Context: an optimization exercise on an open-source flow, tuned for small area, a short achievable clock period and few clock cycles per item. The choices shown serve that exercise and are no tape-out recipe.
RTL that was checked went through simulation tests only; none was proved equivalent to the original.
For run 7, only the layout was checked, not whether the RTL still works.

==> flow/design.v <==
module sha256_core (
    input  wire         clk,
    input  wire         rst,
    input  wire         start,
    input  wire [255:0] state_in,
    input  wire [511:0] block_in,
    output wire         ready,
    output reg          done,
    output wire [255:0] state_out
);
    localparam integer NR = 2;             
    localparam integer NC = 64 / NR;       
    localparam integer CW = NC > 32 ? 6 : NC > 16 ? 5 : NC > 8 ? 4 : NC > 4 ? 3 : 2;
    localparam [2047:0] K = {
        32'h428a2f98, 32'h71374491, 32'hb5c0fbcf, 32'he9b5dba5,
        32'h3956c25b, 32'h59f111f1, 32'h923f82a4, 32'hab1c5ed5,
        32'hd807aa98, 32'h12835b01, 32'h243185be, 32'h550c7dc3,
        32'h72be5d74, 32'h80deb1fe, 32'h9bdc06a7, 32'hc19bf174,
        32'he49b69c1, 32'hefbe4786, 32'h0fc19dc6, 32'h240ca1cc,
        32'h2de92c6f, 32'h4a7484aa, 32'h5cb0a9dc, 32'h76f988da,
        32'h983e5152, 32'ha831c66d, 32'hb00327c8, 32'hbf597fc7,
        32'hc6e00bf3, 32'hd5a79147, 32'h06ca6351, 32'h14292967,
        32'h27b70a85, 32'h2e1b2138, 32'h4d2c6dfc, 32'h53380d13,
        32'h650a7354, 32'h766a0abb, 32'h81c2c92e, 32'h92722c85,
        32'ha2bfe8a1, 32'ha81a664b, 32'hc24b8b70, 32'hc76c51a3,
        32'hd192e819, 32'hd6990624, 32'hf40e3585, 32'h106aa070,
        32'h19a4c116, 32'h1e376c08, 32'h2748774c, 32'h34b0bcb5,
        32'h391c0cb3, 32'h4ed8aa4a, 32'h5b9cca4f, 32'h682e6ff3,
        32'h748f82ee, 32'h78a5636f, 32'h84c87814, 32'h8cc70208,
        32'h90befffa, 32'ha4506ceb, 32'hbef9a3f7, 32'hc67178f2
    };
    function [31:0] bsig0(input [31:0] x);
        bsig0 = {x[1:0], x[31:2]} ^ {x[12:0], x[31:13]} ^ {x[21:0], x[31:22]};
    endfunction
    function [31:0] bsig1(input [31:0] x);
        bsig1 = {x[5:0], x[31:6]} ^ {x[10:0], x[31:11]} ^ {x[24:0], x[31:25]};
    endfunction
    function [31:0] ssig0(input [31:0] x);
        ssig0 = {x[6:0], x[31:7]} ^ {x[17:0], x[31:18]} ^ {3'b000, x[31:3]};
    endfunction
    function [31:0] ssig1(input [31:0] x);
        ssig1 = {x[16:0], x[31:17]} ^ {x[18:0], x[31:19]} ^ {10'b0, x[31:10]};
    endfunction
    function [63:0] csa(input [31:0] x, input [31:0] y, input [31:0] z);
        csa = {x ^ y ^ z, ((x & y) | (x & z) | (y & z)) << 1};
    endfunction
    function [31:0] add_sk(input [31:0] x, input [31:0] y);
        reg [31:0] g, p;
        integer l, j;
        begin
            g = x & y;
            p = x ^ y;
            for (l = 0; l < 5; l = l + 1)
                for (j = 0; j < 32; j = j + 1)
                    if ((j >> l) & 1) begin
                        g[j] = g[j] | (p[j] & g[((j >> l) << l) - 1]);
                        p[j] = p[j] & p[((j >> l) << l) - 1];
                    end
            add_sk = (x ^ y) ^ {g[30:0], 1'b0};
        end
    endfunction
    function [31:0] add_bk(input [31:0] x, input [31:0] y);
        reg [31:0] g, p;
        integer l, j;
        begin
            g = x & y;
            p = x ^ y;
            for (l = 0; l < 5; l = l + 1)
                for (j = 0; j < 32; j = j + 1)
                    if (((j + 1) % (2 << l)) == 0) begin
                        g[j] = g[j] | (p[j] & g[j - (1 << l)]);
                        p[j] = p[j] & p[j - (1 << l)];
                    end
            for (l = 3; l >= 0; l = l - 1)
                for (j = 0; j < 32; j = j + 1)
                    if (((j + 1) % (2 << l)) == (1 << l) && j >= (2 << l)) begin
                        g[j] = g[j] | (p[j] & g[j - (1 << l)]);
                        p[j] = p[j] & p[j - (1 << l)];
                    end
            add_bk = (x ^ y) ^ {g[30:0], 1'b0};
        end
    endfunction
    reg          busy;      
    reg          rdy;       
    reg [CW-1:0] cnt;       
    wire         last = (cnt == NC - 1);
    wire         acc  = start & ~busy;
    reg  [31:0]  kr;        
    reg  [255:0] wst;       
    reg  [255:0] hs;        
    reg  [511:0] wwin;      
    assign ready     = rdy;
    assign state_out = hs;
    wire [32*(NR+4)-1:0] av;      
    wire [32*(NR+4)-1:0] ev;      
    assign av[127:0] = wst[255:128];
    assign ev[127:0] = wst[127:0];
    genvar i;
    generate
        for (i = 0; i < NR; i = i + 1) begin : g_round
            wire [31:0] ra = av[32*(i+4) - 1 -: 32];
            wire [31:0] rb = av[32*(i+3) - 1 -: 32];
            wire [31:0] rc = av[32*(i+2) - 1 -: 32];
            wire [31:0] rd = av[32*(i+1) - 1 -: 32];
            wire [31:0] re = ev[32*(i+4) - 1 -: 32];
            wire [31:0] rf = ev[32*(i+3) - 1 -: 32];
            wire [31:0] rg = ev[32*(i+2) - 1 -: 32];
            wire [31:0] rh = ev[32*(i+1) - 1 -: 32];
            wire [31:0] kt;
            if (i == 0) begin : g_kreg
                assign kt = kr;
            end else begin : g_krom
                wire [5:0] t = {cnt, 1'b1};
                assign kt = K[2047 - 32*t -: 32];
            end
            wire [31:0] wt = wwin[511 - 32*i -: 32];
            wire [31:0] ha = (i == NR - 1 && last) ? hs[255:224] : 32'd0;
            wire [31:0] he = (i == NR - 1 && last) ? hs[127:96]  : 32'd0;
            wire [31:0] s1 = bsig1(re);
            wire [31:0] ch = (re & rf) ^ (~re & rg);
            wire [31:0] s0 = bsig0(ra);
            wire [31:0] mj = (ra & rb) ^ (ra & rc) ^ (rb & rc);
            wire [63:0] p0 = csa(rh, kt, wt);
            wire [63:0] pe = csa(p0[63:32], p0[31:0], rd);
            wire [63:0] pa, pe2;
            if (i == 0) begin : g_first
                wire [63:0] x1 = csa(s1, ch, s0);
                wire [63:0] x2 = csa(p0[63:32], p0[31:0], mj);
                wire [63:0] x3 = csa(x1[63:32], x1[31:0], x2[63:32]);
                wire [63:0] x4 = csa(x3[63:32], x3[31:0], x2[31:0]);
                wire [63:0] y1 = csa(s1, ch, rd);
                wire [63:0] y2 = csa(p0[63:32], p0[31:0], y1[63:32]);
                wire [63:0] y3 = csa(y2[63:32], y2[31:0], y1[31:0]);
                if (NR == 1) begin : g_ff
                    wire [63:0] x5 = csa(x4[63:32], x4[31:0], ha);
                    wire [63:0] y4 = csa(y3[63:32], y3[31:0], he);
                    assign pa = x5;
                    assign pe2 = y4;
                end else begin : g_noff
                    assign pa = x4;
                    assign pe2 = y3;
                end
            end else begin : g_next
                wire [63:0] ea = csa(p0[63:32], p0[31:0], ha);
                wire [63:0] ee = csa(pe[63:32], pe[31:0], he);
                wire [63:0] x1 = csa(s1, ch, s0);
                wire [63:0] x2 = csa(ea[63:32], ea[31:0], mj);
                wire [63:0] x3 = csa(x1[63:32], x1[31:0], x2[63:32]);
                wire [63:0] x4 = csa(x3[63:32], x3[31:0], x2[31:0]);
                wire [63:0] y1 = csa(ee[63:32], ee[31:0], s1);
                wire [63:0] y2 = csa(y1[63:32], y1[31:0], ch);
                assign pa = x4;
                assign pe2 = y2;
            end
            assign av[32*(i+5) - 1 -: 32] = add_sk(pa[63:32], pa[31:0]);
            assign ev[32*(i+5) - 1 -: 32] = add_sk(pe2[63:32], pe2[31:0]);
        end
    endgenerate
    wire [255:0] nxt = {av[32*(NR+4)-1 -: 128], ev[32*(NR+4)-1 -: 128]};
    wire [32*NR-1:0] wnew;        
    wire [512+32*NR-1:0] wall = {wwin, wnew};
    generate
        for (i = 0; i < NR; i = i + 1) begin : g_sched
            localparam integer TOP = 512 + 32*NR - 1;
            wire [31:0] w_m16 = wall[TOP - 32*i        -: 32];
            wire [31:0] w_m15 = wall[TOP - 32*(i + 1)  -: 32];
            wire [31:0] w_m7  = wall[TOP - 32*(i + 9)  -: 32];
            wire [31:0] w_m2  = wall[TOP - 32*(i + 14) -: 32];
            wire [63:0] q1 = csa(ssig1(w_m2), w_m7, ssig0(w_m15));
            wire [63:0] q2 = csa(q1[63:32], q1[31:0], w_m16);
            assign wnew[32*NR - 1 - 32*i -: 32] = add_bk(q2[63:32], q2[31:0]);
        end
    endgenerate
    always @(posedge clk) begin
        if (rst) begin
            busy <= 1'b0;
            rdy  <= 1'b1;
            done <= 1'b0;
        end else begin
            done <= busy & last;
            if (acc) begin
                busy <= 1'b1;
                rdy  <= 1'b0;
            end else if (last) begin
                busy <= 1'b0;
                rdy  <= 1'b1;
            end
        end
    end
    wire [CW-1:0] cnt_n = busy ? cnt + 1'b1 : {CW{1'b0}};
    always @(posedge clk) begin
        cnt <= cnt_n;
        kr  <= K[2047 - 64*cnt_n -: 32];
    end
    always @(posedge clk) begin
        if (!busy) begin
            wst  <= state_in;
            wwin <= block_in;
        end else begin
            wst  <= nxt;
            wwin <= wall[512+32*NR-1 - 32*NR -: 512];
        end
    end
    wire [255:0] ffa = last ? nxt : 256'd0;
    always @(posedge clk) begin
        if (!busy)
            hs <= state_in;
        else begin
            hs[255:224] <= last ? nxt[255:224] : hs[255:224];
            hs[223:192] <= add_bk(hs[223:192], ffa[223:192]);
            hs[191:160] <= add_bk(hs[191:160], ffa[191:160]);
            hs[159:128] <= add_bk(hs[159:128], ffa[159:128]);
            hs[127:96]  <= last ? nxt[127:96] : hs[127:96];
            hs[95:64]   <= add_bk(hs[95:64], ffa[95:64]);
            hs[63:32]   <= add_bk(hs[63:32], ffa[63:32]);
            hs[31:0]    <= add_bk(hs[31:0], ffa[31:0]);
        end
    end
endmodule
==> flow/flow/run.sh <==
#!/bin/bash
# The standard ORFS layout (the standard.sh), with three changes to how
# it is made:
#  - synthesis skips the generic ABC pass that Yosys's synth runs before the
#    adder extraction (SYNTH_ARGS=-noabc); the registers are the same, and
#    the final ABC mapping still runs;
#  - the port buffers are the smallest buffer instead of the resizer's pick
#    (every port still gets its own buffer);
#  - timing repair aims for a larger setup slack than zero, so that the
#    achieved period gets shorter.  The clock and the SDC are the standard flow's.
# The tools' output goes to standard.log; ORFS's own logs are under orfs/logs.
set -euo pipefail
MARGIN=$(cat flow/margin.txt)
bash standard.sh "SYNTH_ARGS=-noabc" \
    "BUFFER_PORTS_ARGS=-buffer_cell sky130_fd_sc_hd__buf_1" \
    "SETUP_SLACK_MARGIN=$MARGIN" finish > standard.log 2>&1
==> flow/flow/margin.txt <==
25
==> flow/standard.sh <==
#!/bin/bash
# synth_recipe.tcl (not shown) runs the flow's synth.tcl, then flattens the netlist and writes it again
# the make line also repeats each setting of config.mk as NAME=value (left out here)
make -C /OpenROAD-flow-scripts/flow DESIGN_CONFIG=/design/flow/config.mk WORK_HOME=/design/flow/orfs CLKGATE_MAP_FILE= SYNTH_SCRIPT=/design/flow/synth_recipe.tcl "${@:-finish}"
==> flow/config.mk <==
export PLATFORM = sky130hd
export DESIGN_NAME = sha256_core
export DESIGN_NICKNAME = sha256_core
export VERILOG_FILES = /design/flow/design.v
export SDC_FILE = /design/flow/constraint.sdc
export NUM_CORES = 4
export LEC_CHECK = 0
export ABC_AREA = 1
export CAP_MARGIN = 20
export CORE_MARGIN = 2
export CORE_UTILIZATION = 40
export SLEW_MARGIN = 20
==> flow/constraint.sdc <==
create_clock -name core_clock -period 34.0 [get_ports {clk}]
set_input_delay 6.8000 -clock core_clock [delete_from_list [all_inputs] [get_ports {clk}]]
set_output_delay 6.8000 -clock core_clock [all_outputs]
set_load 0.01 [all_outputs]
==> out/qor.yml, run 1 <==
status:
  outcome: "finished clean"
cells_and_area:
  fin_area_mm2: 0.08420
  nets: 11010
  final_cells: 11520
  syn2layout_area_growth_pct: 20.22
  drive_gt1_frac: 0.08720
timing:
  fin_crit_sh: 0.2625
  whs_ns: 0.4104
  fin_skew_ns: 0.03788
  drv_slew: 0
  slew_headroom: 0.1689
  max_freq_mhz: 112.0
  hold_violations: 0
  setup_viol: 0
  tightestPinTransition_ns: 1.238
  setup_tns_ns: 0
  finalCriticalPeriod_ns: 8.926
  grt_setup_unrepaired: "true"
clock_network:
  clk_latency_ns: 0.82
  cts-root-to-sink-buffers: 3
  cts_tree: "yes"
  numCtsBuffers: 130
  clock_sinks: 1064
  root_buffer: "clkbuf_16"
  cts_hold_buf: 0
  clk_pin_slew_ns: 0.06
  h-tree-depth: 4
critical_path:
  critPathKind: "register to register"
  required_ns: 34.54
  max_stage_delay_ns: 0.79
  critPathSlowestCell: "fa_1"
  endpoint_kind: "register"
  r2r_cells: 35
  cpMostUsedCell: "nand2_1"
  path_max_fanout: 5
  cp-start-kind: "register"
  arrival_ns: 9.47
place:
  dp_hpwl_um: 296200
  place_congestion: 1.071
  portBuffers: 1028
  dpl_cell_area_mm2: 0.07648
  post-place-cells: 11150
logic_synthesis:
  synth-xor-area-share: 0.09048
  synth_cell_types: 60
  yosysSeqAreaShare: 0.3133
  syn-cell-area_mm2: 0.07004
  synth_mux_area_frac: 0
  synth-simple-area-share: 0.1897
  synth-compound-area-share: 0.06965
  syn_nets: 9923
  synth_area_per_cell_um2: 8.775
  syn_inst: 7982
  yosys_register_bits: 1064
  synthArstFlopShare: 0
  yosys_warnings: 1
  synth-main-ff-cell: "dfxtp_1"
  synth_edf_count: 64
  yosys.area_share.adder: 0.2957
  synth_top_family_by_area: "adder cells"
floorplan:
  start_util: 0.4025
  rows: 153
  die_area_mm2: 0.1785
  fp.dieW_um: 422.5
  coreArea_mm2: 0.1740
  io_pins: 1029
  fp.dieH_um: 422.5
global_route:
  grt_pass1_wl_um: 472400
  grt_pass1_vias: 60780
  grt_max_degree: 190
  antenna_found_initial: 39
  grtUsageTotal: 0.3833
  overflow: 0
detailed_routing:
  ant_nets: 0
  drtIter0Drc: 7309
  firstDrtPassIters: 6
  wl_um: 350500
  via_per_inst: 5.389
  routed-via-count: 62080
  wl_per_cell_um: 30.43
  drc: 0
min_path:
  worstHoldPathType: "register to register"
  min_path_cells: 2
job:
  timing.max_cap.violations: 0
==> what timing repair did <==
action,4_1_cts,5_1_grt
pin swaps,15,45
endpoints found under the setup margin,104,81
gates resized for setup,190,217
setup buffers,44,66
==> cells in the final DEF (no fill, tap or decap), drive strengths merged, types with 13 or more instances in the layout <==
master,instances
a221oi,17
a21o,21
fa,809
a211oi,13
nand4,17
o31ai,15
or2,13
inv,469
nor3,37
o22ai,13
nand3,154
clkinv,47
dfxtp,1000
ha,361
a31oi,26
clkbuf,169
buf,1220
edfxtp,64
a21oi,185
clkinvlp,33
o21ai,520
diode,20
nor2,456
nand2,2721
xor2,238
a31o,16
xnor2,471
==> cell families after synthesis <==
kind of cell,after synthesis
adders and majority gates,1170
and+or+nand+nor,3410
buffers and inverters,756
xor gates and xnor gates,709
AOI/OAI and AO/OA,873
DFF,1064
==> state kept, by name, summed over array words and instances, names as in the netlist <==
signal	cells
wwin	512
hs	256
rdy	1
done	1
busy	1
cnt	5
kr	32
wst	256
==> critical path, delay by kind of cell, from the launching register on <==
kind / cells / cell delay, ns
XOR/XNOR: 3 / 0.79
buffers and inverters: 5 / 0.84
adder cells (fa/ha/maj): 10 / 4.61
AND/OR/NAND/NOR: 15 / 1.50
flip-flops: 1 / 0.42
AO/OA/AOI/OAI: 2 / 0.48
==> final timing paths <==
kind	startpoint	endpoint	slack (ns)
setup / recovery	wst[122]$_DFF_P_	hs[253]$_DFFE_PP_	25.07
hold / removal	wwin[290]$_DFF_P_	wwin[354]$_DFF_P_	0.41
setup reg to reg	wst[122]$_DFF_P_	hs[253]$_DFFE_PP_	25.07
hold reg to reg	wwin[290]$_DFF_P_	wwin[354]$_DFF_P_	0.41
==> per-stage QoR <==
stage	setup slack [ns]	utilization
after floorplan	25.98	-
after global placement	23.37	0.4394
after detailed placement	23.42	0.4395
after CTS	25.00	0.4736
after global routing	24.82	0.4837
final	25.07	0.4839
==> synthesized netlist by cell type (21+ instances only) <==
master / number / area (um^2)
nand2_1: 2707 / 10160
dfxtp_1: 1000 / 20020
fa_1: 809 / 16200
o21ai_0: 503 / 2517
inv_1: 469 / 1760
xnor2_1: 466 / 4081
nor2_1: 441 / 1655
ha_1: 361 / 4517
clkbuf_1: 233 / 874.6
xor2_1: 226 / 1979
a21oi_1: 182 / 910.9
nand3_1: 150 / 750.7
edfxtp_1: 64 / 1922
nor3_1: 36 / 180.2
a31oi_1: 26 / 162.7
a21o_1: 21 / 157.7
inv_2: 21 / 78.83
==> layer usage <==
layer  up-vias  wire length (um)  global-route usage  share of wire
li1      27320                 -                   -              -
met3       628             36880              0.1145           0.11
met1     30950            141700              0.5101           0.40
met2      3160            151800              0.5688           0.43
met5         -               114                   0        0.00033
met4        18             20120              0.1824          0.057
==> cell type report <==
cell class,count,area [um^2]
Clock inverter,67,789.5
Multi-Input combinational cell,6162,47230
Antenna cell,20,50.05
Timing Repair Buffer,1220,5562
Clock buffer,169,3652
Sequential cell,1064,22050
Fill cell,17040,89810
Inverter,492,1959
Tap cell,2325,2909
Testbench counts, summed over its fixed seeds: cycles 79,208, items 2,400.
==> run 2, diff against run 1 <==
==> flow/flow/margin.txt (replaced) <==
25.3
--- a/flow/config.mk
+++ b/flow/config.mk
@@ -9,4 +9,4 @@
 export CAP_MARGIN = 20
 export CORE_MARGIN = 2
-export CORE_UTILIZATION = 40
+export CORE_UTILIZATION = 50
 export SLEW_MARGIN = 20
==> run 2 against run 1 <==
  * Still clean on timing, DRC and antenna
  * Hold slack is essentially flat
  * Flip-flop and latch count unchanged
  * Clock-buffer cell count is 13 lower
  * Wire length shrank 7.0%
  * Global-route usage grew 6.2 points
  * Critical path type unchanged
==> out/qor.yml, run 2 <==
detailed_routing:
  ant_nets: 0  # unchanged
  drc: 0  # unchanged
  drtIter0Drc: 7612  # +4.1%
  wl_per_cell_um: 29.42  # -3.3%
  routed-via-count: 62770  # +1.1%
  wl_um: 325900  # -7.0%
  via_per_inst: 5.666  # +5.1%
  firstDrtPassIters: 7  # +1
cells_and_area:
  syn2layout_area_growth_pct: 19.54
  fin_util: 0.6015  # +0.1177
  reg_top3: "wwin (512), hs (256), wst (256)"
  largest_register: "wwin"
  final_cells: 11080  # -3.8%
  nets: 11010  # unchanged
  drive_gt1_frac: 0.09308  # +0.005876
  largest_reg_flops: 512  # unchanged
  final_cell_mix: "nand2_1 (2,673), buf_1 (1,028), dfxtp_1 (947)"
  final_common_cell: "nand2_1"
timing:
  setup_tns_ns: 0  # unchanged
  grt_setup_unrepaired: "true"
  setup_viol: 0  # unchanged
  slew_headroom: 0.1716  # +0.002677
  hold_violations: 0  # unchanged
  fin_skew_ns: 0.05281  # +0.01492 ns
  tightestPinTransition_ns: 1.230  # -0.008617 ns
  max_freq_mhz: 112.9  # +0.76%
  finalCriticalPeriod_ns: 8.858  # -0.06760 ns
  fin_crit_sh: 0.2605  # -0.001988
  drv_slew: 0  # unchanged
logic_synthesis:
  yosys-top-cells-area: "dfxtp_1 (29%), fa_1 (23%), nand2_1 (15%), ha_1 (6.4%), xnor2_1 (5.8%)"
  synth_edf_count: 64  # unchanged
  syn-cell-area_mm2: 0.07004  # unchanged
  synth_commonest_cells: "nand2_1 (2,707), dfxtp_1 (1,000), fa_1 (809)"
  yosys_warnings: 1  # unchanged
  syn_nets: 9923  # unchanged
  syn_inst: 7982  # unchanged
  yosysTopAreaCell: "dfxtp_1"
  yosysSeqAreaShare: 0.3133  # unchanged
  synth_area_per_cell_um2: 8.775  # unchanged
  synth.most_common_cell: "nand2_1"
  synthArstFlopShare: 0  # unchanged
  synth_cell_types: 60  # unchanged
  synth_top_area_frac: 0.2858  # unchanged
  yosys_register_bits: 1064  # unchanged
  synth-main-ff-cell: "dfxtp_1"
critical_path:
  cp_top_family: "adder cells"
  critPathKind: "register to register"
  endpoint_kind: "register"
  max_stage_delay_ns: 0.53  # -0.26 ns
  path_max_fanout: 5  # unchanged
  required_ns: 34.51  # -0.03 ns
  critical_path_buf_inv_count: 5  # unchanged
  worstReg2RegStart: "wst[98]$_DFF_P_"
  cp-startpoint: "wst[98]$_DFF_P_"
  cp-start-kind: "register"
  arrival_ns: 9.37  # -0.10 ns
  critPathSlowestCell: "fa_1"
clock_network:
  cts_hold_buf: 0  # unchanged
  cts-root-to-sink-buffers: 3  # unchanged
  numCtsBuffers: 118  # -9.2%
  cts_tree: "yes"
  clk_latency_ns: 0.78  # -0.04 ns
  clock_sinks: 1064  # unchanged
  clk_pin_slew_ns: 0.06  # about the same
  h-tree-depth: 3  # -1
  root_buffer: "clkbuf_16"
min_path:
  hp-start: "wwin[244]$_DFF_P_"
  worstHoldPathType: "register to register"
place:
  post-place-cells: 10700  # -4.1%
  portBuffers: 1028  # unchanged
  dp_hpwl_um: 270500  # -8.7%
  place_congestion: 1.128  # +5.3%
floorplan:
  fp.dieH_um: 378.3  # -10%
  fp.dieW_um: 378.3  # -10%
  start_util: 0.5032  # +0.1007
  die_area_mm2: 0.1431  # -20%
  io_pins: 1029  # unchanged
  rows: 137  # -10%
  coreArea_mm2: 0.1392  # -20%
global_route:
  grt_max_degree: 154  # -19%
  overflow: 0  # unchanged
  antenna_found_initial: 38  # -2.6%
  grt_pass1_wl_um: 440900  # -6.7%
  grt_pass1_vias: 59980  # -1.3%
  grtUsageTotal: 0.4455  # +0.06223
status:
  outcome: "finished clean"
job:
  timing.max_cap.violations: 0  # unchanged
[run 2: cell counts after synthesis]
No cell type changed its count.
[run 2: final timing paths]
| check | cells past startpoint | to | slack [ns] |
|---|---|---|---|
| worst min register to register | 2 | wwin[308]$_DFF_P_ | 0.41 |
| worst max-delay path | 35 | hs[252]$_DFFE_PP_ | 25.14 |
| worst max register to register | 35 | hs[252]$_DFFE_PP_ | 25.14 |
| worst min-delay path | 2 | wwin[308]$_DFF_P_ | 0.41 |
[run 2: metal layers]
metal | global-route usage | vias up | routed length [um]
li1 | - | 27320 | -
met3 | 0.1789 | 678 | 45480
met2 | 0.6207 | 3896 | 133800
met5 | 0.02230 | - | 316
met4 | 0.2013 | 14 | 17260
met1 | 0.6024 | 30860 | 129000
[run 2: metrics by stage]
stage / area, um^2 / hold WS (ns) / worst slack, ns
4_1_cts: 81990 / 0.4128 / 25.27
3_3_place_gp: 75830 / 0.4053 / 23.68
5_1_grt: 83710 / 0.4324 / 24.98
6_report: 83730 / 0.4108 / 25.14
2_1_floorplan: 70040 / 0.4030 / 25.98
3_5_place_dp: 75830 / 0.4074 / 23.64
[run 2: layout make-up]
type | count | area (um^2)
antenna | 27 | 67.56
clock buffer | 156 | 3247
clock inverter | 69 | 787.0
fill | 12620 | 55460
inverter | 492 | 1962
multi-input combinational | 6162 | 47660
sequential | 1064 | 22050
tap | 1876 | 2347
timing repair buffer | 1232 | 5610
[run 2: logic make-up (layout without fill, tap and decap cells)]
group / count (synthesis) / in the layout / synth area share
AOI/OAI and AO/OA: 873 / 873 / 0.06965
xor gates and xnor gates: 709 / 709 / 0.09048
adders and majority gates: 1170 / 1170 / 0.2957
buffers and inverters: 756 / 1949 / 0.04121
DFF: 1064 / 1064 / 0.3133
other: 0 / 27 / 0
and+or+nand+nor: 3410 / 3410 / 0.1897
[run 2: what timing repair did]
| action | 4_1_cts | 5_1_grt |
|---|---|---|
| gates resized for setup | 281 | 241 |
| setup buffers | 75 | 55 |
| pin swaps | 30 | 114 |
| endpoints found under the setup margin | 104 | 72 |
| hold endpoints to repair | 0 | 0 |
[run 2: worst min-delay path, cell delays in order, from the launching register on]
cell and delay, ns:
dfxtp_1 0.30, nand2_1 0.04, nand2_1 0.05
==> run 3, diff against run 2 <==
==> flow/flow/margin.txt (replaced) <==
25
--- a/flow/config.mk
+++ b/flow/config.mk
@@ -11,2 +11,3 @@
 export CORE_UTILIZATION = 50
 export SLEW_MARGIN = 20
+export TNS_END_PERCENT = 5
==> run 3 against run 2 <==
  * Still clean
  * Via count hardly changed
  * Hold slack got worse by 0.0023 ns
  * Core utilization down 0.69 points
  * Clock-buffer cell count unchanged
  * Register-to-register slack worse by 0.097 ns
  * Synthesized cell count did not move
  * Sequential share of layout area is 0.31 points higher
  * Global-route usage is 0.15 points lower
  * Flip-flop and latch count unchanged
  * Area after synthesis unchanged
  * Worst setup slack worse by 0.097 ns
  * Critical path type unchanged
==> out/qor.yml, run 3 <==
critical_path:
  path_max_fanout: 6  # +1
  critPathSlowestCell: "o21ai_0"
  r2r_cells: 33  # -5.7%
  cp_top_family: "adder cells"
  cpMostUsedCell: "nand2_1"
  arrival_ns: 9.38  # about the same
  critical_path_buf_inv_count: 3  # -2
  cp-start-kind: "register"
  cp.depth: 33  # -5.7%
  required_ns: 34.43  # -0.08 ns
  critPathKind: "register to register"
  reg2reg_slack_ns: 25.04  # -0.10 ns
  max_stage_delay_ns: 0.68  # +0.15 ns
  endpoint_kind: "register"
min_path:
  min_path_cells: 2  # unchanged
  worstHoldPathType: "register to register"
logic_synthesis:
  yosys_warnings: 1  # unchanged
  yosysTopAreaCell: "dfxtp_1"
  synthArstFlopShare: 0  # unchanged
  synth_area_per_cell_um2: 8.775  # unchanged
  synth_edf_count: 64  # unchanged
  yosys_register_bits: 1064  # unchanged
  yosysSeqAreaShare: 0.3133  # unchanged
  synth_cell_types: 60  # unchanged
  synth.most_common_cell: "nand2_1"
  synth-main-ff-cell: "dfxtp_1"
  synth_commonest_cells: "nand2_1 (2,707), dfxtp_1 (1,000), fa_1 (809)"
  syn-cell-area_mm2: 0.07004  # unchanged
  syn_inst: 7982  # unchanged
  yosys-top-cells-area: "dfxtp_1 (29%), fa_1 (23%), nand2_1 (15%), ha_1 (6.4%), xnor2_1 (5.8%)"
  synth_top_area_frac: 0.2858  # unchanged
  syn_nets: 9923  # unchanged
global_route:
  grt_pass1_wl_um: 439500  # -0.31%
  antenna_found_initial: 44  # +16%
  grt_pass1_vias: 59750  # -0.39%
  grtUsageTotal: 0.4440  # -0.001546
  overflow: 0  # unchanged
  grt_max_degree: 154  # unchanged
floorplan:
  fp.dieW_um: 378.3  # unchanged
  start_util: 0.5032  # unchanged
  rows: 137  # unchanged
  io_pins: 1029  # unchanged
  coreArea_mm2: 0.1392  # unchanged
  fp.dieH_um: 378.3  # unchanged
  die_area_mm2: 0.1431  # unchanged
timing:
  setup_viol: 0  # unchanged
  slew_headroom: 0.09594  # -0.07564
  finalCriticalPeriod_ns: 8.955  # +0.09690 ns
  hold_violations: 0  # unchanged
  max_freq_mhz: 111.7  # -1.1%
  tightestPinTransition_ns: 1.356  # +0.1264 ns
  drv_slew: 0  # unchanged
  grt_setup_unrepaired: "true"
  fin_crit_sh: 0.2634  # +0.002850
  fin_skew_ns: 0.04377  # -0.009035 ns
  setup_tns_ns: 0  # unchanged
detailed_routing:
  drc: 0  # unchanged
  firstDrtPassIters: 6  # -1
  wl_per_cell_um: 29.42  # about the same
  routed-via-count: 62830  # +0.084%
  drtIter0Drc: 7700  # +1.2%
  ant_nets: 0  # unchanged
  wl_um: 324600  # -0.39%
  via_per_inst: 5.693  # +0.47%
cells_and_area:
  drive_gt1_frac: 0.08028  # -0.01280
  seq_area_mm2: 0.02206  # about the same
  largest_reg_flops: 512  # unchanged
  nets: 10970  # -0.40%
  syn2layout_area_growth_pct: 18.18
  largest_register: "wwin"
  reg_top3: "wwin (512), hs (256), wst (256)"
  final_cell_mix: "nand2_1 (2,690), buf_1 (1,028), dfxtp_1 (943)"
  num-fill-cells: 12710  # +0.71%
  fin_util: 0.5947  # -0.006877
  final_common_cell: "nand2_1"
  multi_input_area_mm2: 0.04708  # -1.2%
clock_network:
  root_buffer: "clkbuf_16"
  clock_sinks: 1064  # unchanged
  clk_pin_slew_ns: 0.06  # about the same
  cts-root-to-sink-buffers: 3  # unchanged
  h-tree-depth: 3  # unchanged
  cts_tree: "yes"
  clk_latency_ns: 0.78  # about the same
  cts_hold_buf: 0  # unchanged
  numCtsBuffers: 118  # unchanged
job:
  timing.max_cap.violations: 0  # unchanged
place:
  place_congestion: 1.128  # unchanged
  portBuffers: 1028  # unchanged
  dp_hpwl_um: 270500  # unchanged
status:
  outcome: "finished clean"
[run 3: cell count changes in the layout (fill, tap and decap cells not counted), sizes merged]
| cell | before | now |
|---|---|---|
| diode | 27 | 28 |
| inv | 468 | 471 |
| clkinvlp | 33 | 30 |
| buf | 1232 | 1188 |
[run 3: through the flow]
stage / setup WS, ns / cells / hold WS, ns / instance area [um^2]
CTS: 25.00 / 10950 / 0.4128 / 80940
detailed placement: 23.64 / 10700 / 0.4074 / 75830
global placement: 23.68 / 10700 / 0.4053 / 75830
floorplan: 25.98 / 7982 / 0.4030 / 70040
finish: 25.04 / 11040 / 0.4084 / 82770
global route: 24.85 / 11020 / 0.4324 / 82740
[run 3: layout make-up]
type | count | share of cell area
flip-flops and latches | 1064 | 0.2665
clock inverters | 69 | 0.009508
well taps | 1876 | 0.02836
multi-input cells | 6162 | 0.5688
inverters | 492 | 0.02354
repair buffers | 1188 | 0.06322
diodes | 28 | 0.0008465
clock buffers | 156 | 0.03923
[run 3: cell families after synthesis]
kind of cell | count (synthesis) | share of synthesized area
simple gates | 3410 | 0.1897
fa+ha+maj | 1170 | 0.2957
flops | 1064 | 0.3133
compound gates | 873 | 0.06965
buf+inv | 756 | 0.04121
xor+xnor | 709 | 0.09048
[run 3: timing repair]
item / CTS / global route
hold endpoints to repair: 0 / 0
buffers inserted: 33 / 54
setup endpoints to repair: 96 / 67
resized for setup: 150 / 246
pin swaps: 8 / 55
[run 3: per-layer routing]
metal / GRT usage / share of wire / vias to the layer above
met5: 0.01098 / 0.0018 / -
met4: 0.2002 / 0.053 / 16
met3: 0.1764 / 0.14 / 699
met2: 0.6181 / 0.41 / 3903
met1: 0.6029 / 0.40 / 30950
li1: - / - / 27260
[run 3: tightest hold or removal path, delay by kind of cell, from the launching register on]
kind | cells | cell delay (ns)
flip-flops | 1 | 0.30
AND/OR/NAND/NOR | 2 | 0.09
[run 3: path summary, 6_finish.rpt]
| kind | endpoint | startpoint |
|---|---|---|
| worst min register to register | wwin[308]$_DFF_P_ | wwin[244]$_DFF_P_ |
| worst max register to register | hs[121]$_DFFE_PP_ | wst[98]$_DFF_P_ |
| worst min-delay path | wwin[308]$_DFF_P_ | wwin[244]$_DFF_P_ |
| worst max-delay path | hs[121]$_DFFE_PP_ | wst[98]$_DFF_P_ |
==> run 4, diff against run 3 <==
==> flow/flow/margin.txt (replaced) <==
26
==> run 4 against run 3 <==
  * Synthesized cell count did not move
  * Hold slack better by 0.0073 ns
  * Core utilization rose by 1.6 points
  * Global-route usage up 0.55 points
  * Clock-buffer cell count shrank 5
  * Largest cell class unchanged
==> out/qor.yml, run 4 <==
status:
  outcome: "finished clean"
cells_and_area:
  reg_top3: "wwin (512), hs (256), wst (256)"
  final_cells: 11110  # +0.71%
  syn2layout_area_growth_pct: 21.27
  final_cell_mix: "nand2_1 (2,673), buf_1 (1,028), dfxtp_1 (933)"
  seq_area_mm2: 0.02211  # +0.23%
  fin_area_mm2: 0.08494  # +2.6%
  largest_reg_flops: 512  # unchanged
  final_common_cell: "nand2_1"
  fin_util: 0.6102  # +0.01559
  drive_gt1_frac: 0.1063  # +0.02599
  nets: 11050  # +0.75%
  largest_register: "wwin"
  num-fill-cells: 12240  # -3.8%
  multi_input_area_mm2: 0.04825  # +2.5%
detailed_routing:
  drc: 0  # unchanged
  wl_per_cell_um: 29.74  # +1.1%
  wl_um: 330500  # +1.8%
  routed-via-count: 63510  # +1.1%
  via_per_inst: 5.715  # +0.38%
  firstDrtPassIters: 9  # +3
  drtIter0Drc: 8158  # +5.9%
  ant_nets: 0  # unchanged
place:
  dpl_cell_area_mm2: 0.07586  # about the same
  place_ws_ns: 23.86  # +0.2194 ns
  post-place-cells: 10690  # -0.0094%
  dp_hpwl_um: 272300  # +0.67%
  place_congestion: 1.072  # -4.9%
  portBuffers: 1028  # unchanged
critical_path:
  arrival_ns: 9.42  # +0.04 ns
  required_ns: 34.62  # +0.19 ns
  endpoint_kind: "register"
  critPathKind: "register to register"
  max_stage_delay_ns: 0.54  # -0.14 ns
  cp-start-kind: "register"
  critPathSlowestCell: "fa_1"
  cpMostUsedCell: "fa_1"
  path_max_fanout: 4  # -2
logic_synthesis:
  yosys.area_share.adder: 0.2957  # unchanged
  synth-main-ff-cell: "dfxtp_1"
  synth-compound-area-share: 0.06965  # unchanged
  synth.most_common_cell: "nand2_1"
  synth-simple-area-share: 0.1897  # unchanged
  synth_edf_count: 64  # unchanged
  yosysSeqAreaShare: 0.3133  # unchanged
  yosys_warnings: 1  # unchanged
  synth_commonest_cells: "nand2_1 (2,707), dfxtp_1 (1,000), fa_1 (809)"
  yosys-top-cells-area: "dfxtp_1 (29%), fa_1 (23%), nand2_1 (15%), ha_1 (6.4%), xnor2_1 (5.8%)"
  synth_top_area_frac: 0.2858  # unchanged
  yosysTopAreaCell: "dfxtp_1"
  synth-xor-area-share: 0.09048  # unchanged
  syn-cell-area_mm2: 0.07004  # unchanged
  syn_inst: 7982  # unchanged
  synth_area_per_cell_um2: 8.775  # unchanged
  synthArstFlopShare: 0  # unchanged
  yosys_register_bits: 1064  # unchanged
  syn_nets: 9923  # unchanged
  synth_mux_area_frac: 0  # unchanged
  synth_cell_types: 60  # unchanged
  synth_top_family_by_area: "adder cells"
clock_network:
  h-tree-depth: 3  # unchanged
  numCtsBuffers: 117  # -0.85%
  cts_hold_buf: 0  # unchanged
  clock_sinks: 1064  # unchanged
  cts-root-to-sink-buffers: 3  # unchanged
  root_buffer: "clkbuf_16"
  clk_pin_slew_ns: 0.07  # about the same
  clk_latency_ns: 0.80  # +0.02 ns
  cts_tree: "yes"
timing:
  drv_slew: 0  # unchanged
  hold_violations: 0  # unchanged
  slew_headroom: 0.1495  # +0.05356
  setup_ws_ns: 25.20  # +0.1542 ns
  whs_ns: 0.4157  # +0.007273 ns
  finalCriticalPeriod_ns: 8.801  # -0.1542 ns
  max_freq_mhz: 113.6  # +1.8%
  setup_tns_ns: 0  # unchanged
  tightestPinTransition_ns: 1.276  # -0.08034 ns
  grt_setup_unrepaired: "true"
  fin_crit_sh: 0.2588  # -0.004535
  setup_viol: 0  # unchanged
  fin_skew_ns: 0.09181  # +0.04804 ns
floorplan:
  fp.dieW_um: 378.3  # unchanged
  rows: 137  # unchanged
  start_util: 0.5032  # unchanged
  die_area_mm2: 0.1431  # unchanged
  coreArea_mm2: 0.1392  # unchanged
  fp.dieH_um: 378.3  # unchanged
  io_pins: 1029  # unchanged
global_route:
  overflow: 0  # unchanged
  grt_pass1_vias: 60320  # +0.96%
  antenna_found_initial: 38  # -14%
  grt_max_degree: 202  # +31%
  grt_pass1_wl_um: 444700  # +1.2%
  grtUsageTotal: 0.4494  # +0.005477
min_path:
  worstHoldPathType: "register to register"
job:
  timing.max_cap.violations: 0  # unchanged
[run 4: cell counts after synthesis]
No cell type changed its count.
[run 4: path summary, 6_finish.rpt]
| path | cells past startpoint | slack [ns] | from | endpoint |
|---|---|---|---|---|
| max reg2reg | 33 | 25.20 | wst[248]$_DFF_P_ | hs[254]$_DFFE_PP_ |
| max | 33 | 25.20 | wst[248]$_DFF_P_ | hs[254]$_DFFE_PP_ |
| min reg2reg | 2 | 0.42 | wwin[308]$_DFF_P_ | wwin[372]$_DFF_P_ |
| min | 2 | 0.42 | wwin[308]$_DFF_P_ | wwin[372]$_DFF_P_ |
[run 4: final cells by class]
type / instances / area share
Clock buffer: 151 / 0.03859
Antenna cell: 24 / 0.0007071
Clock inverter: 73 / 0.01108
Timing Repair Buffer: 1271 / 0.07044
Inverter: 492 / 0.02327
Sequential cell: 1064 / 0.2603
Multi-Input combinational cell: 6162 / 0.5680
Tap cell: 1876 / 0.02763
[run 4: per-layer routing]
| layer | vias up | GRT usage | wire [um] |
|---|---|---|---|
| li1 | 27400 | - | - |
| met1 | 31340 | 0.6142 | 130500 |
| met2 | 3940 | 0.6358 | 136800 |
| met3 | 805 | 0.1553 | 43670 |
| met4 | 18 | 0.2121 | 19090 |
| met5 | - | 0 | 445 |
[run 4: timing repair]
item,in CTS,in global routing
endpoints found under the setup margin,379,366
pin swaps,72,122
buffers inserted,98,73
gates resized for setup,335,298
[run 4: cell families (layout without fill, tap and decap cells)]
kind of cell	Yosys count	count (layout)
AO/OA/AOI/OAI	873	873
XOR/XNOR	709	709
flip-flops	1064	1064
buffers and inverters	756	1987
AND/OR/NAND/NOR	3410	3410
adder cells (fa/ha/maj)	1170	1170
other	0	24
[run 4: worst max-delay path, delay by kind of cell (launching register included)]
family / cells / cell delay (ns)
flops: 1 / 0.43
fa+ha+maj: 9 / 3.80
buf+inv: 5 / 0.62
simple gates: 9 / 1.37
xor+xnor: 4 / 1.09
compound gates: 6 / 1.34
==> run 5, diff against run 4 <==
==> flow/flow/margin.txt (replaced) <==
25
--- a/flow/config.mk
+++ b/flow/config.mk
@@ -11,3 +11,2 @@
 export CORE_UTILIZATION = 50
 export SLEW_MARGIN = 20
-export TNS_END_PERCENT = 5
==> run 5 against run 4 <==
  * Hold slack worse by 0.0014 ns
  * First-iteration DRC count is 9.5% lower
  * Area after synthesis stayed put
  * Synthesized cell count stayed put
==> out/qor.yml, run 5 <==
status:
  outcome: "finished clean"
logic_synthesis:
  synth_area_per_cell_um2: 8.775  # unchanged
  synth_edf_count: 64  # unchanged
  yosys_warnings: 1  # unchanged
  synth_cell_types: 60  # unchanged
  yosysTopAreaCell: "dfxtp_1"
  synthArstFlopShare: 0  # unchanged
  synth.most_common_cell: "nand2_1"
  synth_top_area_frac: 0.2858  # unchanged
  synth-main-ff-cell: "dfxtp_1"
  synth_commonest_cells: "nand2_1 (2,707), dfxtp_1 (1,000), fa_1 (809)"
  yosysSeqAreaShare: 0.3133  # unchanged
  yosys-top-cells-area: "dfxtp_1 (29%), fa_1 (23%), nand2_1 (15%), ha_1 (6.4%), xnor2_1 (5.8%)"
  syn-cell-area_mm2: 0.07004  # unchanged
  syn_nets: 9923  # unchanged
  syn_inst: 7982  # unchanged
  yosys_register_bits: 1064  # unchanged
place:
  place_ws_ns: 23.64  # -0.2194 ns
  portBuffers: 1028  # unchanged
  dp_hpwl_um: 270500  # -0.66%
  dpl_cell_area_mm2: 0.07583  # about the same
  place_congestion: 1.128  # +5.2%
floorplan:
  io_pins: 1029  # unchanged
  fp.dieW_um: 378.3  # unchanged
  fp.dieH_um: 378.3  # unchanged
  start_util: 0.5032  # unchanged
  die_area_mm2: 0.1431  # unchanged
  rows: 137  # unchanged
  coreArea_mm2: 0.1392  # unchanged
global_route:
  grt_max_degree: 154  # -24%
  overflow: 0  # unchanged
  grt_pass1_vias: 59710  # -1.0%
  antenna_found_initial: 41  # +7.9%
  grt_pass1_wl_um: 439600  # -1.1%
  grtUsageTotal: 0.4439  # -0.005571
clock_network:
  cts-root-to-sink-buffers: 3  # unchanged
  cts_tree: "yes"
  cts_hold_buf: 0  # unchanged
  h-tree-depth: 3  # unchanged
  clock_sinks: 1064  # unchanged
  clk_latency_ns: 0.78  # -0.02 ns
  root_buffer: "clkbuf_16"
  clk_pin_slew_ns: 0.06  # about the same
  numCtsBuffers: 118  # +0.85%
detailed_routing:
  wl_per_cell_um: 29.39  # -1.2%
  ant_nets: 0  # unchanged
  via_per_inst: 5.663  # -0.91%
  wl_um: 324400  # -1.8%
  routed-via-count: 62510  # -1.6%
  drc: 0  # unchanged
  drtIter0Drc: 7384  # -9.5%
  firstDrtPassIters: 6  # -3
critical_path:
  rr_endpoint: "hs[246]$_DFFE_PP_"
  required_ns: 34.44  # -0.18 ns
  reg2reg_slack_ns: 25.10  # -0.10 ns
  path_max_fanout: 4  # unchanged
  crit_end: "hs[246]$_DFFE_PP_"
  critPathSlowestCell: "fa_1"
  worstReg2RegStart: "wst[98]$_DFF_P_"
  max_stage_delay_ns: 0.67  # +0.13 ns
  cp-startpoint: "wst[98]$_DFF_P_"
  cp-start-kind: "register"
  r2r_cells: 34  # +3.0%
  endpoint_kind: "register"
  arrival_ns: 9.34  # -0.08 ns
  critPathKind: "register to register"
timing:
  tightestPinTransition_ns: 1.364  # +0.08845 ns
  finalCriticalPeriod_ns: 8.896  # +0.09500 ns
  setup_tns_ns: 0  # unchanged
  hold_violations: 0  # unchanged
  setup_viol: 0  # unchanged
  fin_skew_ns: 0.04501  # -0.04680 ns
  setup_ws_ns: 25.10  # -0.09500 ns
  fin_crit_sh: 0.2616  # +0.002794
  drv_slew: 0  # unchanged
  grt_setup_unrepaired: "true"
  slew_headroom: 0.09054  # -0.05897
  max_freq_mhz: 112.4  # -1.1%
cells_and_area:
  syn2layout_area_growth_pct: 18.21
  largest_reg_flops: 512  # unchanged
  reg_top3: "wwin (512), hs (256), wst (256)"
  nets: 10970  # -0.71%
  drive_gt1_frac: 0.08014  # -0.02612
  fin_area_mm2: 0.08279  # -2.5%
  final_common_cell: "nand2_1"
  final_cell_mix: "nand2_1 (2,694), buf_1 (1,028), dfxtp_1 (943)"
  largest_register: "wwin"
job:
  timing.max_cap.violations: 0  # unchanged
min_path:
  worstHoldPathType: "register to register"
run 5: worst min-delay path by stage:
stage / from / end / depth (start not counted)
final: wwin[244]$_DFF_P_ / wwin[308]$_DFF_P_ / 2
after global routing: wwin[254]$_DFF_P_ / wwin[318]$_DFF_P_ / 2
after CTS: wwin[244]$_DFF_P_ / wwin[308]$_DFF_P_ / 2
after detailed placement: wwin[343]$_DFF_P_ / wwin[407]$_DFF_P_ / 2
after global placement: wwin[239]$_DFF_P_ / wwin[303]$_DFF_P_ / 2
after floorplan: wwin[64]$_DFF_P_ / wwin[128]$_DFF_P_ / 2
run 5: metal layers:
metal	part of all wire	wire length, um	up-vias	GRT usage
met5	0.0013	409	-	0.01098
met4	0.051	16540	16	0.1975
met3	0.14	45220	677	0.1766
met2	0.41	133600	3779	0.6197
met1	0.40	128600	30790	0.6021
li1	-	-	27250	-
run 5: kinds of logic (layout without fill, tap and decap cells):
logic type      count (synthesis)  count (layout)  share of synthesized area
simple gates                 3410            3410                     0.1897
fa+ha+maj                    1170            1170                     0.2957
flops                        1064            1064                     0.3133
compound gates                873             873                    0.06965
buf+inv                       756            1908                    0.04121
xor+xnor                      709             709                    0.09048
other cells                     0              28                          0
run 5: critical path: cells and delay by family (launching register included):
kind / cells / cell delay [ns]
flip-flops: 1 / 0.42
buffers and inverters: 4 / 0.79
adder cells (fa/ha/maj): 11 / 4.71
AO/OA/AOI/OAI: 4 / 0.64
XOR/XNOR: 3 / 0.79
AND/OR/NAND/NOR: 12 / 1.16
run 5: cell type report:
type,instances,area [um^2]
Sequential cell,1064,22060
Multi-Input combinational cell,6162,47080
Timing Repair Buffer,1191,5243
Clock buffer,156,3247
Tap cell,1876,2347
Inverter,492,1952
Clock inverter,69,787.0
Antenna cell,28,70.07
Fill cell,12720,56400
run 5: timing repair:
item	CTS	global route
gates resized for setup	151	242
setup endpoints to repair	96	66
pin swaps	8	46
setup buffers	33	57
run 5: stage by stage:
stage | instances | hold WS (ns) | utilization
floorplan | 7982 | 0.4030 | -
global placement | 10700 | 0.4053 | 0.5448
detailed placement | 10700 | 0.4074 | 0.5448
CTS | 10950 | 0.4128 | 0.5816
global route | 11030 | 0.4324 | 0.5946
finish | 11040 | 0.4143 | 0.5948
==> run 6, diff against run 5 <==
==> flow/flow/run.sh (replaced) <==
#!/bin/bash
# The standard ORFS layout (the standard.sh), with these changes to how
# it is made:
#  - synthesis skips the generic ABC pass that Yosys's synth runs before the
#    adder extraction (SYNTH_ARGS=-noabc); the registers are the same, and
#    the final ABC mapping still runs;
#  - the port buffers are the smallest buffer instead of the resizer's pick
#    (every port still gets its own buffer);
#  - from clock tree synthesis on, timing repair aims for a larger setup
#    slack than zero, so that the achieved period gets shorter.  The clock
#    and the SDC are the standard flow's.
# The tools' output goes to standard_*.log; ORFS's own logs are under orfs/logs.
set -euo pipefail
MARGIN=$(cat flow/margin.txt)
COMMON=("SYNTH_ARGS=-noabc" "BUFFER_PORTS_ARGS=-buffer_cell sky130_fd_sc_hd__buf_1")
bash standard.sh "${COMMON[@]}" synth floorplan place > standard_1.log 2>&1
bash standard.sh "${COMMON[@]}" "SETUP_SLACK_MARGIN=$MARGIN" cts route finish > standard_2.log 2>&1
--- a/flow/config.mk
+++ b/flow/config.mk
@@ -9,4 +9,4 @@
 export CAP_MARGIN = 20
 export CORE_MARGIN = 2
-export CORE_UTILIZATION = 50
+export CORE_UTILIZATION = 40
 export SLEW_MARGIN = 20
==> run 6 against run 5 <==
  * Non-clock buffer count grew 29
  * Still clean
  * Wire length grew 8.0%
  * Global-route usage shrank 6.1 points
  * Critical path depth grew 1
  * Hold slack lost 0.0039 ns
  * Fmax shrank 0.34%
  * Clock skew shrank 0.0071 ns
  * Core utilization shrank 11 points
  * Area after synthesis is the same
  * Flip-flop and latch count is the same
==> out/qor.yml, run 6 <==
timing:
  hold_violations: 0  # unchanged
  fin_skew_ns: 0.03788  # -0.007127 ns
  grt_setup_unrepaired: "true"
  setup_ws_ns: 25.07  # -0.02990 ns
  fin_crit_sh: 0.2625  # +0.0008794
  drv_slew: 0  # unchanged
  slew_headroom: 0.1689  # +0.07837
  tightestPinTransition_ns: 1.238  # -0.1259 ns
  finalCriticalPeriod_ns: 8.926  # +0.02990 ns
  setup_viol: 0  # unchanged
  max_freq_mhz: 112.0  # -0.34%
  setup_tns_ns: 0  # unchanged
clock_network:
  numCtsBuffers: 130  # +10%
  clock_sinks: 1064  # unchanged
  cts-root-to-sink-buffers: 3  # unchanged
  clk_latency_ns: 0.82  # +0.04 ns
  clk_pin_slew_ns: 0.06  # about the same
  cts_tree: "yes"
  root_buffer: "clkbuf_16"
  h-tree-depth: 4  # +1
detailed_routing:
  routed-via-count: 62080  # -0.69%
  drtIter0Drc: 7309  # -1.0%
  via_per_inst: 5.389  # -4.8%
  firstDrtPassIters: 6  # unchanged
  wl_per_cell_um: 30.43  # +3.5%
  drc: 0  # unchanged
  wl_um: 350500  # +8.0%
  ant_nets: 0  # unchanged
min_path:
  worstHoldPathType: "register to register"
  min_path_cells: 2  # unchanged
  hold_path_end: "wwin[354]$_DFF_P_"
  hp-start: "wwin[290]$_DFF_P_"
logic_synthesis:
  synth_top_area_frac: 0.2858  # unchanged
  synthArstFlopShare: 0  # unchanged
  yosysTopAreaCell: "dfxtp_1"
  synth_top_family_by_area: "adder cells"
  synth_edf_count: 64  # unchanged
  yosys_register_bits: 1064  # unchanged
  synth-main-ff-cell: "dfxtp_1"
  syn_inst: 7982  # unchanged
  synth_mux_area_frac: 0  # unchanged
  synth-simple-area-share: 0.1897  # unchanged
  yosysSeqAreaShare: 0.3133  # unchanged
  synth-xor-area-share: 0.09048  # unchanged
  synth_commonest_cells: "nand2_1 (2,707), dfxtp_1 (1,000), fa_1 (809)"
  synth-compound-area-share: 0.06965  # unchanged
  synth.most_common_cell: "nand2_1"
  syn-cell-area_mm2: 0.07004  # unchanged
  syn_nets: 9923  # unchanged
  yosys.area_share.adder: 0.2957  # unchanged
  yosys_warnings: 1  # unchanged
  synth_cell_types: 60  # unchanged
  synth_area_per_cell_um2: 8.775  # unchanged
  yosys-top-cells-area: "dfxtp_1 (29%), fa_1 (23%), nand2_1 (15%), ha_1 (6.4%), xnor2_1 (5.8%)"
critical_path:
  r2r_cells: 35  # +2.9%
  rr_endpoint: "hs[253]$_DFFE_PP_"
  worstReg2RegStart: "wst[122]$_DFF_P_"
  critical_path_buf_inv_count: 5  # +1
  max_stage_delay_ns: 0.79  # +0.12 ns
  arrival_ns: 9.47  # +0.13 ns
  reg2reg_slack_ns: 25.07  # -0.03 ns
  cp_top_family: "adder cells"
  endpoint_kind: "register"
  required_ns: 34.54  # +0.10 ns
  path_max_fanout: 5  # +1
  cp-start-kind: "register"
  cpMostUsedCell: "nand2_1"
  critPathSlowestCell: "fa_1"
  critPathKind: "register to register"
cells_and_area:
  final_common_cell: "nand2_1"
  largest_reg_flops: 512  # unchanged
  nets: 11010  # +0.37%
  drive_gt1_frac: 0.08720  # +0.007063
  syn2layout_area_growth_pct: 20.22
  final_cell_mix: "nand2_1 (2,692), buf_1 (1,028), dfxtp_1 (943)"
  reg_top3: "wwin (512), hs (256), wst (256)"
  final_cells: 11520  # +4.4%
  largest_register: "wwin"
floorplan:
  io_pins: 1029  # unchanged
  fp.dieW_um: 422.5  # +12%
  start_util: 0.4025  # -0.1007
  coreArea_mm2: 0.1740  # +25%
  rows: 153  # +12%
  fp.dieH_um: 422.5  # +12%
  die_area_mm2: 0.1785  # +25%
global_route:
  overflow: 0  # unchanged
  grt_pass1_wl_um: 472400  # +7.5%
  antenna_found_initial: 39  # -4.9%
  grtUsageTotal: 0.3833  # -0.06059
  grt_pass1_vias: 60780  # +1.8%
  grt_max_degree: 190  # +23%
status:
  outcome: "finished clean"
place:
  place_ws_ns: 23.42  # -0.2208 ns
  place_congestion: 1.071  # -5.0%
  dp_hpwl_um: 296200  # +9.5%
  post-place-cells: 11150  # +4.3%
  portBuffers: 1028  # unchanged
job:
  timing.max_cap.violations: 0  # unchanged
==> run 6: worst min-delay path: stages, from the launching register on <==
cell     delay (ns)
dfxtp_1        0.31
nand2_1        0.05
nand2_1        0.05
==> run 6: layer usage <==
metal | vias up | share of wire | GRT usage
met3 | 628 | 0.11 | 0.1145
met5 | - | 0.00033 | 0
li1 | 27320 | - | -
met4 | 18 | 0.057 | 0.1824
met2 | 3160 | 0.43 | 0.5688
met1 | 30950 | 0.40 | 0.5101
==> run 6: kinds of logic after synthesis <==
logic type      count (synthesis)
simple gates                 3410
fa+ha+maj                    1170
flops                        1064
compound gates                873
buf+inv                       756
xor+xnor                      709
==> run 6: what timing repair did <==
item | CTS | global route
resized for setup | 190 | 217
endpoints found under the setup margin | 104 | 81
buffers inserted | 44 | 66
hold buffers | 0 | 0
gates cloned | 0 | 0
pin swaps | 15 | 45
==> run 6: how the worst max path moves through the flow <==
| stage | from | endpoint | cells after the start |
|---|---|---|---|
| global route | wst[122]$_DFF_P_ | hs[253]$_DFFE_PP_ | 38 |
| global placement | wst[97]$_DFF_P_ | hs[253]$_DFFE_PP_ | 35 |
| detailed placement | wst[97]$_DFF_P_ | hs[252]$_DFFE_PP_ | 39 |
| floorplan | wst[98]$_DFF_P_ | hs[252]$_DFFE_PP_ | 39 |
| CTS | wst[114]$_DFF_P_ | hs[253]$_DFFE_PP_ | 38 |
| finish | wst[122]$_DFF_P_ | hs[253]$_DFFE_PP_ | 35 |
==> run 6: cell type report <==
type                            instances  area [um^2]
Tap cell                             2325         2909
Multi-Input combinational cell       6162        47230
Timing Repair Buffer                 1220         5562
Antenna cell                           20        50.05
Clock buffer                          169         3652
Fill cell                           17040        89810
Inverter                              492         1959
Clock inverter                         67        789.5
Sequential cell                      1064        22050
==> run 6: stage by stage <==
step	util	cell area (um^2)	hold WS [ns]
finish	0.4839	84200	0.4104
global route	0.4837	84170	0.4274
CTS	0.4736	82410	0.4140
detailed placement	0.4395	76480	0.4087
global placement	0.4394	76460	0.4059
floorplan	-	70040	0.4030
==> run 7, diff against run 6 <==
--- a/flow/design.v
+++ b/flow/design.v
@@ -7,5 +7,5 @@
     output wire         ready,
     output reg          done,
-    output wire [255:0] state_out
+    output reg  [255:0] state_out
 );
     localparam integer NR = 2;             
@@ -87,9 +87,11 @@
     wire         acc  = start & ~busy;
     reg  [31:0]  kr;        
-    reg  [255:0] wst;       
-    reg  [255:0] hs;        
+    reg  [95:0]  wbcd;      
+    reg  [95:0]  wfgh;      
+    reg  [31:0]  h0, h4;    
+    wire [255:0] wst = {state_out[255:224], wbcd, state_out[127:96], wfgh};
+    wire [255:0] hs  = {h0, state_out[223:128], h4, state_out[95:0]};
     reg  [511:0] wwin;      
     assign ready     = rdy;
-    assign state_out = hs;
     wire [32*(NR+4)-1:0] av;      
     wire [32*(NR+4)-1:0] ev;      
@@ -193,26 +195,25 @@
         kr  <= K[2047 - 64*cnt_n -: 32];
     end
+    wire [255:0] ffa = last ? nxt : 256'd0;
     always @(posedge clk) begin
         if (!busy) begin
-            wst  <= state_in;
-            wwin <= block_in;
+            state_out <= state_in;
+            wbcd      <= state_in[223:128];
+            wfgh      <= state_in[95:0];
+            h0        <= state_in[255:224];
+            h4        <= state_in[127:96];
+            wwin      <= block_in;
         end else begin
-            wst  <= nxt;
-            wwin <= wall[512+32*NR-1 - 32*NR -: 512];
-        end
-    end
-    wire [255:0] ffa = last ? nxt : 256'd0;
-    always @(posedge clk) begin
-        if (!busy)
-            hs <= state_in;
-        else begin
-            hs[255:224] <= last ? nxt[255:224] : hs[255:224];
-            hs[223:192] <= add_bk(hs[223:192], ffa[223:192]);
-            hs[191:160] <= add_bk(hs[191:160], ffa[191:160]);
-            hs[159:128] <= add_bk(hs[159:128], ffa[159:128]);
-            hs[127:96]  <= last ? nxt[127:96] : hs[127:96];
-            hs[95:64]   <= add_bk(hs[95:64], ffa[95:64]);
-            hs[63:32]   <= add_bk(hs[63:32], ffa[63:32]);
-            hs[31:0]    <= add_bk(hs[31:0], ffa[31:0]);
+            state_out[255:224] <= nxt[255:224];
+            state_out[223:192] <= add_bk(state_out[223:192], ffa[223:192]);
+            state_out[191:160] <= add_bk(state_out[191:160], ffa[191:160]);
+            state_out[159:128] <= add_bk(state_out[159:128], ffa[159:128]);
+            state_out[127:96]  <= nxt[127:96];
+            state_out[95:64]   <= add_bk(state_out[95:64], ffa[95:64]);
+            state_out[63:32]   <= add_bk(state_out[63:32], ffa[63:32]);
+            state_out[31:0]    <= add_bk(state_out[31:0], ffa[31:0]);
+            wbcd               <= nxt[223:128];
+            wfgh               <= nxt[95:0];
+            wwin               <= wall[512+32*NR-1 - 32*NR -: 512];
         end
     end
==> flow/flow/run.sh (replaced) <==
#!/bin/bash
# The standard ORFS layout (the standard.sh), with three changes to how
# it is made:
#  - synthesis skips the generic ABC pass that Yosys's synth runs before the
#    adder extraction (SYNTH_ARGS=-noabc); the registers are the same, and
#    the final ABC mapping still runs;
#  - the port buffers are the smallest buffer instead of the resizer's pick
#    (every port still gets its own buffer);
#  - timing repair aims for a larger setup slack than zero, so that the
#    achieved period gets shorter.  The clock and the SDC are the standard flow's.
# The tools' output goes to standard.log; ORFS's own logs are under orfs/logs.
set -euo pipefail
MARGIN=$(cat flow/margin.txt)
bash standard.sh "SYNTH_ARGS=-noabc" \
    "BUFFER_PORTS_ARGS=-buffer_cell sky130_fd_sc_hd__buf_1" \
    "SETUP_SLACK_MARGIN=$MARGIN" finish > standard.log 2>&1
--- a/flow/config.mk
+++ b/flow/config.mk
@@ -9,4 +9,4 @@
 export CAP_MARGIN = 20
 export CORE_MARGIN = 2
-export CORE_UTILIZATION = 40
+export CORE_UTILIZATION = 50
 export SLEW_MARGIN = 20
==> run 7 against run 6 <==
  * Worst setup slack better by 0.011 ns
  * Non-clock buffer count is 23 lower
  * Synthesized cell count is 1.2% higher
  * Flip-flop and latch count stayed put
  * Area after synthesis is 1.2% higher
  * Clock-buffer cell count is 17 lower
  * Critical path type unchanged
  * Critical endpoint is now state_out[243]$_DFF_P_
==> out/qor.yml, run 7 <==
floorplan:
  die_area_mm2: 0.1447  # -19%
  rows: 138  # -9.8%
  fp.dieH_um: 380.4  # -9.9%
  coreArea_mm2: 0.1411  # -19%
  start_util: 0.5022  # +0.09975
clock_network:
  numCtsBuffers: 117  # -10%
  root_buffer: "clkbuf_16"
  h-tree-depth: 3  # -1
  clock_sinks: 1064  # unchanged
  cts_hold_buf: 0  # unchanged
min_path:
  worstHoldPathType: "register to register"
cells_and_area:
  largest_register: "wwin"
  reg_top3: "wwin (512), state_out (256)"
  final_common_cell: "nand2_1"
  final_cell_mix: "nand2_1 (2,672), buf_1 (1,028), dfxtp_1 (939)"
  largest_reg_flops: 512  # unchanged
critical_path:
  path_max_fanout: 5  # unchanged
  cp-start-kind: "register"
  endpoint_kind: "register"
  worstReg2RegStart: "state_out[96]$_DFF_P_"
  reg2reg_slack_ns: 25.09  # about the same
  critPathKind: "register to register"
logic_synthesis:
  synth-main-ff-cell: "dfxtp_1"
  syn-cell-area_mm2: 0.07085  # +1.2%
  yosysTopAreaCell: "dfxtp_1"
  synth_edf_count: 64  # unchanged
  syn_inst: 8080  # +1.2%
  synth_area_per_cell_um2: 8.769  # about the same
  synth.most_common_cell: "nand2_1"
detailed_routing:
  drtIter0Drc: 9086  # +24%
  routed-via-count: 64620  # +4.1%
  drc: 0  # unchanged
  via_per_inst: 5.831  # +8.2%
place:
  dpl_cell_area_mm2: 0.07618  # -0.39%
  place_ws_ns: 23.71  # +0.2884 ns
  portBuffers: 1028  # unchanged
timing:
  grt_setup_unrepaired: "false"
  setup_viol: 0  # unchanged
  setup_tns_ns: 0  # unchanged
global_route:
  grtUsageTotal: 0.4798  # +0.09650
  antenna_found_initial: 42  # +7.7%
  overflow: 0  # unchanged
  grt_pass1_wl_um: 476200  # +0.80%
  grt_max_degree: 229  # +21%
job:
  timing.max_cap.violations: 0  # unchanged
status:
  outcome: "finished clean"
run 7: cell types whose count changed after synthesis, moves of 9 or more:
cell / before / now
o21ai_0: 503 / 490
a22oi_1: 0 / 9
nand3_1: 150 / 116
nor2_1: 441 / 414
a21oi_1: 182 / 195
o31ai_1: 12 / 25
buf_4: 2 / 68
a21o_1: 21 / 33
nand4_1: 17 / 28
nand2_1: 2707 / 2682
o21bai_1: 8 / 21
inv_1: 469 / 533
run 7: metal layers:
metal | up-vias | track usage | part of all wire
li1 | 27340 | - | -
met2 | 4697 | 0.6510 | 0.39
met5 | - | 0.006283 | 0.00085
met1 | 31650 | 0.6447 | 0.38
met3 | 898 | 0.2096 | 0.16
met4 | 30 | 0.2415 | 0.063
run 7: layout make-up:
type,count,area [um^2]
Antenna cell,20,50.05
Clock buffer,152,3231
Clock inverter,70,1071
Fill cell,12700,57340
Inverter,557,2202
Multi-Input combinational cell,6132,47350
Sequential cell,1064,22060
Tap cell,1890,2365
Timing Repair Buffer,1197,5389
run 7: worst min path at each step:
stage                           start           endpoint  slack (ns)  depth (start not counted)
CTS                  wwin[96]$_DFF_P_  wwin[160]$_DFF_P_        0.36                          2
global placement    wwin[277]$_DFF_P_  wwin[341]$_DFF_P_        0.40                          2
finish               wwin[96]$_DFF_P_  wwin[160]$_DFF_P_        0.37                          2
detailed placement  wwin[317]$_DFF_P_  wwin[381]$_DFF_P_        0.41                          2
floorplan            wwin[64]$_DFF_P_  wwin[128]$_DFF_P_        0.40                          2
global route         wwin[96]$_DFF_P_  wwin[160]$_DFF_P_        0.40                          2
run 7: repair_timing:
| item | 4_1_cts | 5_1_grt |
|---|---|---|
| gates resized for setup | 139 | 276 |
| buffers inserted | 20 | 77 |
| pin swaps | 7 | 49 |
| setup endpoints to repair | 49 | 37 |
run 7: kinds of logic after synthesis:
logic type	share of synthesized area
AO/OA/AOI/OAI	0.07285
XOR/XNOR	0.08971
adder cells (fa/ha/maj)	0.2923
buffers and inverters	0.05120
flip-flops	0.3097
AND/OR/NAND/NOR	0.1842
run 7: through the flow:
step	hold slack, ns
2_1_floorplan	0.4030
3_3_place_gp	0.4043
3_5_place_dp	0.4087
4_1_cts	0.3592
5_1_grt	0.4004
6_report	0.3678
run 7: worst max-delay path, cell delays in order, from the launching register on:
cell	delay (ns)
dfxtp_2	0.48
inv_1	0.21
xor2_2	0.19
buf_4	0.19
fa_1	0.52
fa_1	0.53
fa_1	0.44
ha_1	0.37
a21oi_1	0.27
o211ai_4	0.16
buf_4	0.16
fa_1	0.75
inv_1	0.27
a21oi_1	0.76
fa_1	0.55
fa_1	0.51
fa_1	0.47
ha_1	0.33
nand4_1	0.18
o31ai_4	0.46
nand3_1	0.12
nand2_1	0.11
a21oi_1	0.08
xor2_1	0.14
o21ai_1	0.53

[static timing again, ports no longer ideal]
Ports are ideal in the flow. The routed layouts listed here were re-timed in OpenROAD. Step 1, drivers: a clkbuf_16 drives clk and a buf_2 each remaining input, both assumed. Step 2 also shifts input and output timing later by t, the mid clock arrival at the registers, as if the neighbouring blocks saw the same clock. a / b / c = ideal ports / drivers / drivers and shift; a / b = the first two.
| run | shift t [ns] | slack for setup (ns) | hold slack, ns | worst register clock-pin slew, ns | worst data-port slew with drivers (ns) |
|---|---|---|---|---|---|
| run 1 | 0.885 | 25.074 / 25.074 / 25.074 | 0.410 / 0.410 / 0.410 | 0.07 / 0.07 | 0.17 |
| run 2 | 0.845 | 25.142 / 25.142 / 25.142 | 0.411 / 0.411 / 0.411 | 0.07 / 0.07 | 0.16 |
| run 3 | 0.850 | 25.045 / 25.045 / 25.045 | 0.408 / 0.408 / 0.408 | 0.07 / 0.07 | 0.14 |
| run 4 | 0.843 | 25.199 / 25.199 / 25.199 | 0.416 / 0.416 / 0.416 | 0.07 / 0.07 | 0.11 |
| run 5 | 0.849 | 25.104 / 25.104 / 25.104 | 0.414 / 0.414 / 0.414 | 0.07 / 0.07 | 0.16 |
| run 6 | 0.885 | 25.074 / 25.074 / 25.074 | 0.410 / 0.410 / 0.410 | 0.07 / 0.07 | 0.17 |
| run 7 | 0.837 | 25.085 / 25.085 / 25.085 | 0.368 / 0.368 / 0.368 | 0.07 / 0.07 | 0.13 |
After both steps every run listed still meets setup and hold.
